This design comes from an exercise in tuning for small area, a short achievable clock period and few clock cycles on the open sky130 flow, not from production work.
At most, simulation tests tie the RTL to the original design; equivalence was not proved.

== the baseline ==
==> module gz_cmac, before the edit <==
module gz_cmac (
    input  wire         clk,
    input  wire         rst,         
    input  wire         start,       
    input  wire [127:0] key,         
    output wire         idle,
    input  wire         in_valid,
    output wire         in_ready,
    input  wire [127:0] in_data,     
    input  wire         in_last,
    input  wire [4:0]   in_bytes,    
    output reg          tag_valid,
    output wire [127:0] tag
);
    localparam [2:0] S_IDLE  = 3'd0,     
                     S_KEY   = 3'd1,     
                     S_SUBK  = 3'd2,     
                     S_LOAD  = 3'd3,     
                     S_WAITF = 3'd4,     
                     S_WAITC = 3'd5,     
                     S_ENC   = 3'd6;     
    reg [2:0]   state;
    reg [127:0] ckey;        
    reg [127:0] subl;        
    reg         lval;
    reg [127:0] st;          
    reg [127:0] rk;          
    reg [3:0]   rnd;         
    reg         last_q;      
    reg         rdy;         
    wire r10     = (rnd == 4'd10);
    wire rounds  = (state == S_SUBK) || (state == S_ENC);
    wire s_key   = (state == S_KEY);
    wire s_waitc = (state == S_WAITC);
    assign idle     = (state == S_IDLE);
    assign in_ready = rdy;
    wire take = in_valid && rdy;
    wire [127:0] k1 = {subl[126:0], 1'b0} ^ (subl[127] ? 128'h87 : 128'h0);
    wire [127:0] k2 = {k1[126:0], 1'b0} ^ (k1[127] ? 128'h87 : 128'h0);
    reg [127:0] pad_mask;    
    reg [127:0] pad_bit;     
    integer b;
    always @(*) begin
        for (b = 0; b < 16; b = b + 1) begin
            pad_mask[127 - 8*b -: 8] = (b < in_bytes) ? 8'hff : 8'h00;
            pad_bit [127 - 8*b -: 8] = (b == in_bytes) ? 8'h80 : 8'h00;
        end
    end
    wire         lf   = take && in_last && (in_bytes == 5'd16);
    wire         lp   = take && in_last && (in_bytes != 5'd16);
    wire [127:0] keep = {128{take}} & (in_last ? pad_mask : {128{1'b1}});
    wire [127:0] pbit = {128{take && in_last}} & pad_bit;
    wire [127:0] kx   = ({128{lf}} & k1) | ({128{lp}} & k2);
    reg [7:0] rcon;
    always @(*) begin
        case (rnd)
            4'd1:  rcon = 8'h01;
            4'd2:  rcon = 8'h02;
            4'd3:  rcon = 8'h04;
            4'd4:  rcon = 8'h08;
            4'd5:  rcon = 8'h10;
            4'd6:  rcon = 8'h20;
            4'd7:  rcon = 8'h40;
            4'd8:  rcon = 8'h80;
            4'd9:  rcon = 8'h1b;
            4'd10: rcon = 8'h36;
            default: rcon = 8'h00;
        endcase
    end
    wire [31:0] w0 = rk[127:96];
    wire [31:0] w1 = rk[95:64];
    wire [31:0] w2 = rk[63:32];
    wire [31:0] w3 = rk[31:0];
    wire [31:0] sw;
    gz_sbox ks0 (.a(w3[23:16]), .y(sw[31:24]));
    gz_sbox ks1 (.a(w3[15:8]),  .y(sw[23:16]));
    gz_sbox ks2 (.a(w3[7:0]),   .y(sw[15:8]));
    gz_sbox ks3 (.a(w3[31:24]), .y(sw[7:0]));
    wire [31:0] q0 = w0 ^ {rcon, 24'h0};
    wire [31:0] q1 = q0 ^ w1;
    wire [31:0] q2 = q1 ^ w2;
    wire [31:0] q3 = q2 ^ w3;
    wire [127:0] rk_next = {sw ^ q0, sw ^ q1, sw ^ q2, sw ^ q3};
    wire [127:0] addk_k = (rounds ? rk_next : 128'h0) ^
                          ((take || s_key) ? ckey : 128'h0) ^
                          (s_waitc ? st : 128'h0);
    wire [127:0] addk   = (addk_k ^ kx) ^ ((in_data & keep) ^ pbit);
    wire sel_mc = rounds && !r10;
    wire [127:0] sb;
    genvar g;
    generate
        for (g = 0; g < 16; g = g + 1) begin : g_sb
            gz_sbox u_sb (.a(st[8*g+7 -: 8]), .y(sb[8*g+7 -: 8]));
        end
    endgenerate
    wire [127:0] sr;
    generate
        for (g = 0; g < 16; g = g + 1) begin : g_sr
            assign sr[127 - 8*g -: 8] = sb[127 - 8*((((g/4) + (g%4)) % 4)*4 + (g%4)) -: 8];
        end
    endgenerate
    function [7:0] xtime;
        input [7:0] v;
        xtime = {v[6:0], 1'b0} ^ (v[7] ? 8'h1b : 8'h00);
    endfunction
    wire [127:0] ag = sr & {128{rounds}};
    wire [127:0] mg = sr & {128{sel_mc}};
    wire [127:0] st_next;
    generate
        for (g = 0; g < 4; g = g + 1) begin : g_mc
            wire [7:0] a0 = mg[127 - 32*g      -: 8];
            wire [7:0] a1 = mg[127 - 32*g -  8 -: 8];
            wire [7:0] a2 = mg[127 - 32*g - 16 -: 8];
            wire [7:0] a3 = mg[127 - 32*g - 24 -: 8];
            wire [7:0] p01 = a0 ^ a1;
            wire [7:0] p12 = a1 ^ a2;
            wire [7:0] p23 = a2 ^ a3;
            wire [7:0] p30 = a3 ^ a0;
            wire [7:0] t   = p01 ^ p23;
            wire [31:0] d  = {t ^ xtime(p01), t ^ xtime(p12),
                              t ^ xtime(p23), t ^ xtime(p30)};
            assign st_next[127 - 32*g -: 32] =
                (ag[127 - 32*g -: 32] ^ addk[127 - 32*g -: 32]) ^ d;
        end
    endgenerate
    always @(posedge clk) begin
        st <= st_next;
        rk <= sel_mc ? rk_next : ckey;
        if (idle && start)
            ckey <= key;
        if (state == S_LOAD)
            subl <= st;
    end
    assign tag = tag_valid ? st : 128'h0;
    reg [2:0] state_d;
    reg [3:0] rnd_d;
    reg       lval_d;
    reg       last_d;
    always @(*) begin
        state_d = state;
        rnd_d   = rnd;
        lval_d  = lval;
        last_d  = take ? in_last : last_q;
        if (sel_mc)
            rnd_d = rnd + 4'd1;
        if (take)
            rnd_d = 4'd1;
        case (state)
            S_IDLE: begin
                if (start) begin
                    lval_d  = lval && (key == ckey);
                    state_d = (lval && (key == ckey)) ? S_WAITF : S_KEY;
                end
            end
            S_KEY: begin
                rnd_d   = 4'd1;
                state_d = S_SUBK;
            end
            S_SUBK: begin
                if (r10)
                    state_d = S_LOAD;
            end
            S_LOAD: begin
                lval_d  = 1'b1;
                state_d = S_WAITF;
            end
            S_WAITF, S_WAITC: begin
                if (in_valid)
                    state_d = S_ENC;
            end
            S_ENC: begin
                if (r10 && !take)
                    state_d = last_q ? S_IDLE : S_WAITC;
            end
            default: state_d = S_IDLE;
        endcase
    end
    always @(posedge clk) begin
        if (rst) begin
            state     <= S_IDLE;
            lval      <= 1'b0;
            rnd       <= 4'd0;
            last_q    <= 1'b0;
            tag_valid <= 1'b0;
            rdy       <= 1'b0;
        end else begin
            state     <= state_d;
            lval      <= lval_d;
            rnd       <= rnd_d;
            last_q    <= last_d;
            tag_valid <= (state == S_ENC) && r10 && last_q;
            rdy       <= (state_d == S_WAITF) || (state_d == S_WAITC) ||
                         (state_d == S_ENC && rnd_d == 4'd10 && !last_d);
        end
    end
endmodule
==> flow/config.mk <==
export PLATFORM = sky130hd
export DESIGN_NAME = gz_cmac
export DESIGN_NICKNAME = gz_cmac
export VERILOG_FILES = /design/flow/design.v
export SDC_FILE = /design/flow/constraint.sdc
export NUM_CORES = 8
export LEC_CHECK = 0
export CAP_MARGIN = 20
export CORE_MARGIN = 2
export CORE_UTILIZATION = 45
export PLACE_DENSITY = 0.6
export SETUP_SLACK_MARGIN = 4
export SLEW_MARGIN = 20
==> flow/constraint.sdc <==
create_clock -name core_clock -period 10.0 [get_ports {clk}]
set_input_delay 2.0000 -clock core_clock [delete_from_list [all_inputs] [get_ports {clk}]]
set_output_delay 2.0000 -clock core_clock [all_outputs]
set_load 0.01 [all_outputs]
standard.sh (not shown) runs the stock make flow with config.mk's settings and CLKGATE_MAP_FILE= SYNTH_SCRIPT=/design/flow/synth_recipe.tcl, a recipe that flattens the netlist after the stock synthesis.
==> flow/flow/run.sh <==
#!/bin/bash
# Own flow: the standard layout (standard.sh), except that synthesis maps
# the logic with an area-oriented ABC script (flow/abc_map.script) instead of
# ORFS's delay script, which restructures the XOR networks of the S-boxes
# into much larger logic; 3-input XOR cells are left out of the mapping
# (two 2-input ones are smaller). Everything else, registers included, is the
# standard synthesis; placement, CTS and routing are standard.sh's, with
# plain buffers on the ports.
set -euo pipefail
W=$PWD
ABC_SCRIPT=$W/flow/abc_map.script
cat > $W/own_synth.tcl <<EOS
proc abc {args} {
  set i [lsearch \$args -script]
  if {\$i >= 0} { lset args [expr {\$i + 1}] $ABC_SCRIPT }
  foreach c {xor3_1 xor3_2 xor3_4 xnor3_1 xnor3_2 xnor3_4} {
    lappend args -dont_use sky130_fd_sc_hd__\$c
  }
  yosys abc {*}\$args
}
source $W/synth_recipe.tcl
EOS
sed "s|$W/synth_recipe.tcl|$W/own_synth.tcl|g" $W/standard.sh > $W/own_standard.sh
grep -q own_synth.tcl $W/own_standard.sh
bash $W/own_standard.sh synth > $W/synth.log 2>&1
# The ports' buffers are the platform's plain buf_1 instead of the buffer
# buffer_ports picks on its own (clkdlybuf4s50_1, a slow delay cell).
bash $W/own_standard.sh "BUFFER_PORTS_ARGS=-buffer_cell sky130_fd_sc_hd__buf_1" finish > $W/layout.log 2>&1
==> flow/flow/abc_map.script <==
&get -n
&st
&dch -f
&nf -R 1000
&put
Modified inputs, the candidate compared to the baseline
-- flow/design.v --
<<< the baseline, line 169
    reg         last_q;      
    reg         rdy;         
    wire r10     = (rnd == 4'd10);
    wire rounds  = (state == S_SUBK) || (state == S_ENC);
>>> the candidate, line 169
    reg         last_q;      
    reg         rdy;         
    reg         ks_new;      
    wire r10     = (rnd == 4'd10);
    wire rounds  = (state == S_SUBK) || (state == S_ENC);
<<< the baseline, line 194
    reg [7:0] rcon;
    always @(*) begin
        case (rnd)
            4'd1:  rcon = 8'h01;
            4'd2:  rcon = 8'h02;
            4'd3:  rcon = 8'h04;
            4'd4:  rcon = 8'h08;
            4'd5:  rcon = 8'h10;
            4'd6:  rcon = 8'h20;
            4'd7:  rcon = 8'h40;
            4'd8:  rcon = 8'h80;
            4'd9:  rcon = 8'h1b;
            4'd10: rcon = 8'h36;
            default: rcon = 8'h00;
        endcase
    end
    wire [31:0] w0 = rk[127:96];
    wire [31:0] w1 = rk[95:64];
    wire [31:0] w2 = rk[63:32];
    wire [31:0] w3 = rk[31:0];
    wire [31:0] sw;
    gz_sbox ks0 (.a(w3[23:16]), .y(sw[31:24]));
>>> the candidate, line 195
    reg [7:0] rcon;
    always @(*) begin
        case (ks_new ? 4'd0 : rnd)
            4'd0:  rcon = 8'h01;
            4'd1:  rcon = 8'h02;
            4'd2:  rcon = 8'h04;
            4'd3:  rcon = 8'h08;
            4'd4:  rcon = 8'h10;
            4'd5:  rcon = 8'h20;
            4'd6:  rcon = 8'h40;
            4'd7:  rcon = 8'h80;
            4'd8:  rcon = 8'h1b;
            4'd9:  rcon = 8'h36;
            default: rcon = 8'h00;
        endcase
    end
    wire [127:0] ks_in = ks_new ? ckey : rk;
    wire [31:0] w0 = ks_in[127:96];
    wire [31:0] w1 = ks_in[95:64];
    wire [31:0] w2 = ks_in[63:32];
    wire [31:0] w3 = ks_in[31:0];
    wire [31:0] sw;
    gz_sbox ks0 (.a(w3[23:16]), .y(sw[31:24]));
<<< the baseline, line 217
    gz_sbox ks2 (.a(w3[7:0]),   .y(sw[15:8]));
    gz_sbox ks3 (.a(w3[31:24]), .y(sw[7:0]));
    wire [31:0] q0 = w0 ^ {rcon, 24'h0};
    wire [31:0] q1 = q0 ^ w1;
    wire [31:0] q2 = q1 ^ w2;
    wire [31:0] q3 = q2 ^ w3;
    wire [127:0] rk_next = {sw ^ q0, sw ^ q1, sw ^ q2, sw ^ q3};
    wire [127:0] addk_k = (rounds ? rk_next : 128'h0) ^
                          ((take || s_key) ? ckey : 128'h0) ^
                          (s_waitc ? st : 128'h0);
>>> the candidate, line 219
    gz_sbox ks2 (.a(w3[7:0]),   .y(sw[15:8]));
    gz_sbox ks3 (.a(w3[31:24]), .y(sw[7:0]));
    wire [31:0] n0 = w0 ^ sw ^ {rcon, 24'h0};
    wire [31:0] n1 = w1 ^ n0;
    wire [31:0] n2 = w2 ^ n1;
    wire [31:0] n3 = w3 ^ n2;
    wire [127:0] rk_next = {n0, n1, n2, n3};
    wire [127:0] addk_k = (rounds ? rk : 128'h0) ^
                          ((take || s_key) ? ckey : 128'h0) ^
                          (s_waitc ? st : 128'h0);
<<< the baseline, line 266
    always @(posedge clk) begin
        st <= st_next;
        rk <= sel_mc ? rk_next : ckey;
        if (idle && start)
            ckey <= key;
>>> the candidate, line 268
    always @(posedge clk) begin
        st <= st_next;
        rk <= rk_next;
        if (idle && start)
            ckey <= key;
<<< the baseline, line 323
            last_q    <= 1'b0;
            tag_valid <= 1'b0;
            rdy       <= 1'b0;
        end else begin
>>> the candidate, line 325
            last_q    <= 1'b0;
            tag_valid <= 1'b0;
            ks_new    <= 1'b0;
            rdy       <= 1'b0;
        end else begin
<<< the baseline, line 330
            last_q    <= last_d;
            tag_valid <= (state == S_ENC) && r10 && last_q;
            rdy       <= (state_d == S_WAITF) || (state_d == S_WAITC) ||
                         (state_d == S_ENC && rnd_d == 4'd10 && !last_d);
>>> the candidate, line 333
            last_q    <= last_d;
            tag_valid <= (state == S_ENC) && r10 && last_q;
            ks_new    <= (state_d != S_SUBK && state_d != S_ENC) ||
                         (rnd_d == 4'd10);
            rdy       <= (state_d == S_WAITF) || (state_d == S_WAITC) ||
                         (state_d == S_ENC && rnd_d == 4'd10 && !last_d);
## What came out
All of the baseline and the candidate finish clean.
Of the baseline and the candidate, the baseline shows the higher shortest period the worst path allows, with the candidate below it.
Final RePlAce weighted congestion: the candidate < the baseline
The met1 track demand over resource in global routing of the candidate exceeds that of the baseline by 0.64 points.
Between the baseline and the candidate, detailed-placement wirelength estimate decreased.
Number of cells after detailed placement, the baseline and the candidate, lower one = the candidate.
The candidate: average detailed-routed wire length per instance higher than the baseline
Summary — count of inverters not on the clock network in the layout, the candidate relative to the baseline: lower, by about 10%.
Compared to the baseline, the routing of the candidate uses less wire.
Testbench counts of the candidate, summed over its fixed seeds: cycles 27,258.
Function not checked in the baseline: the RTL went through the layout flow alone.

## re-timing with driven ports
The flow's constraints put no driver on any port. The routed layouts listed below were extracted and timed again, unchanged, in two steps. Step 1 sets driving cells, clkbuf_16 on the clock port and buf_2 on the other inputs (assumed; they add their load-dependent delay and slew). Step 2 moves the port delays by t, midway between the first and last clock arrival at a register: inputs arrive t later, outputs are due t later. That takes back most of the time a late clock gives input paths. Three values: ideal ports, drivers, drivers and shift; two values: the first two.
run	shift t [ns]	setup slack, ns	worst hold slack (ns)	worst slew at a driven data input, ns
the baseline	0.718	4.072 / 4.072 / 3.585	0.456 / 0.456 / 0.456	0.17
the candidate	0.756	4.131 / 4.131 / 3.569	0.476 / 0.476 / 0.476	0.20
After both steps every run listed still meets setup and hold. For the candidate, which loses most, drivers alone change the setup slack by 0.000 ns; drivers and shift together by -0.562 ns.
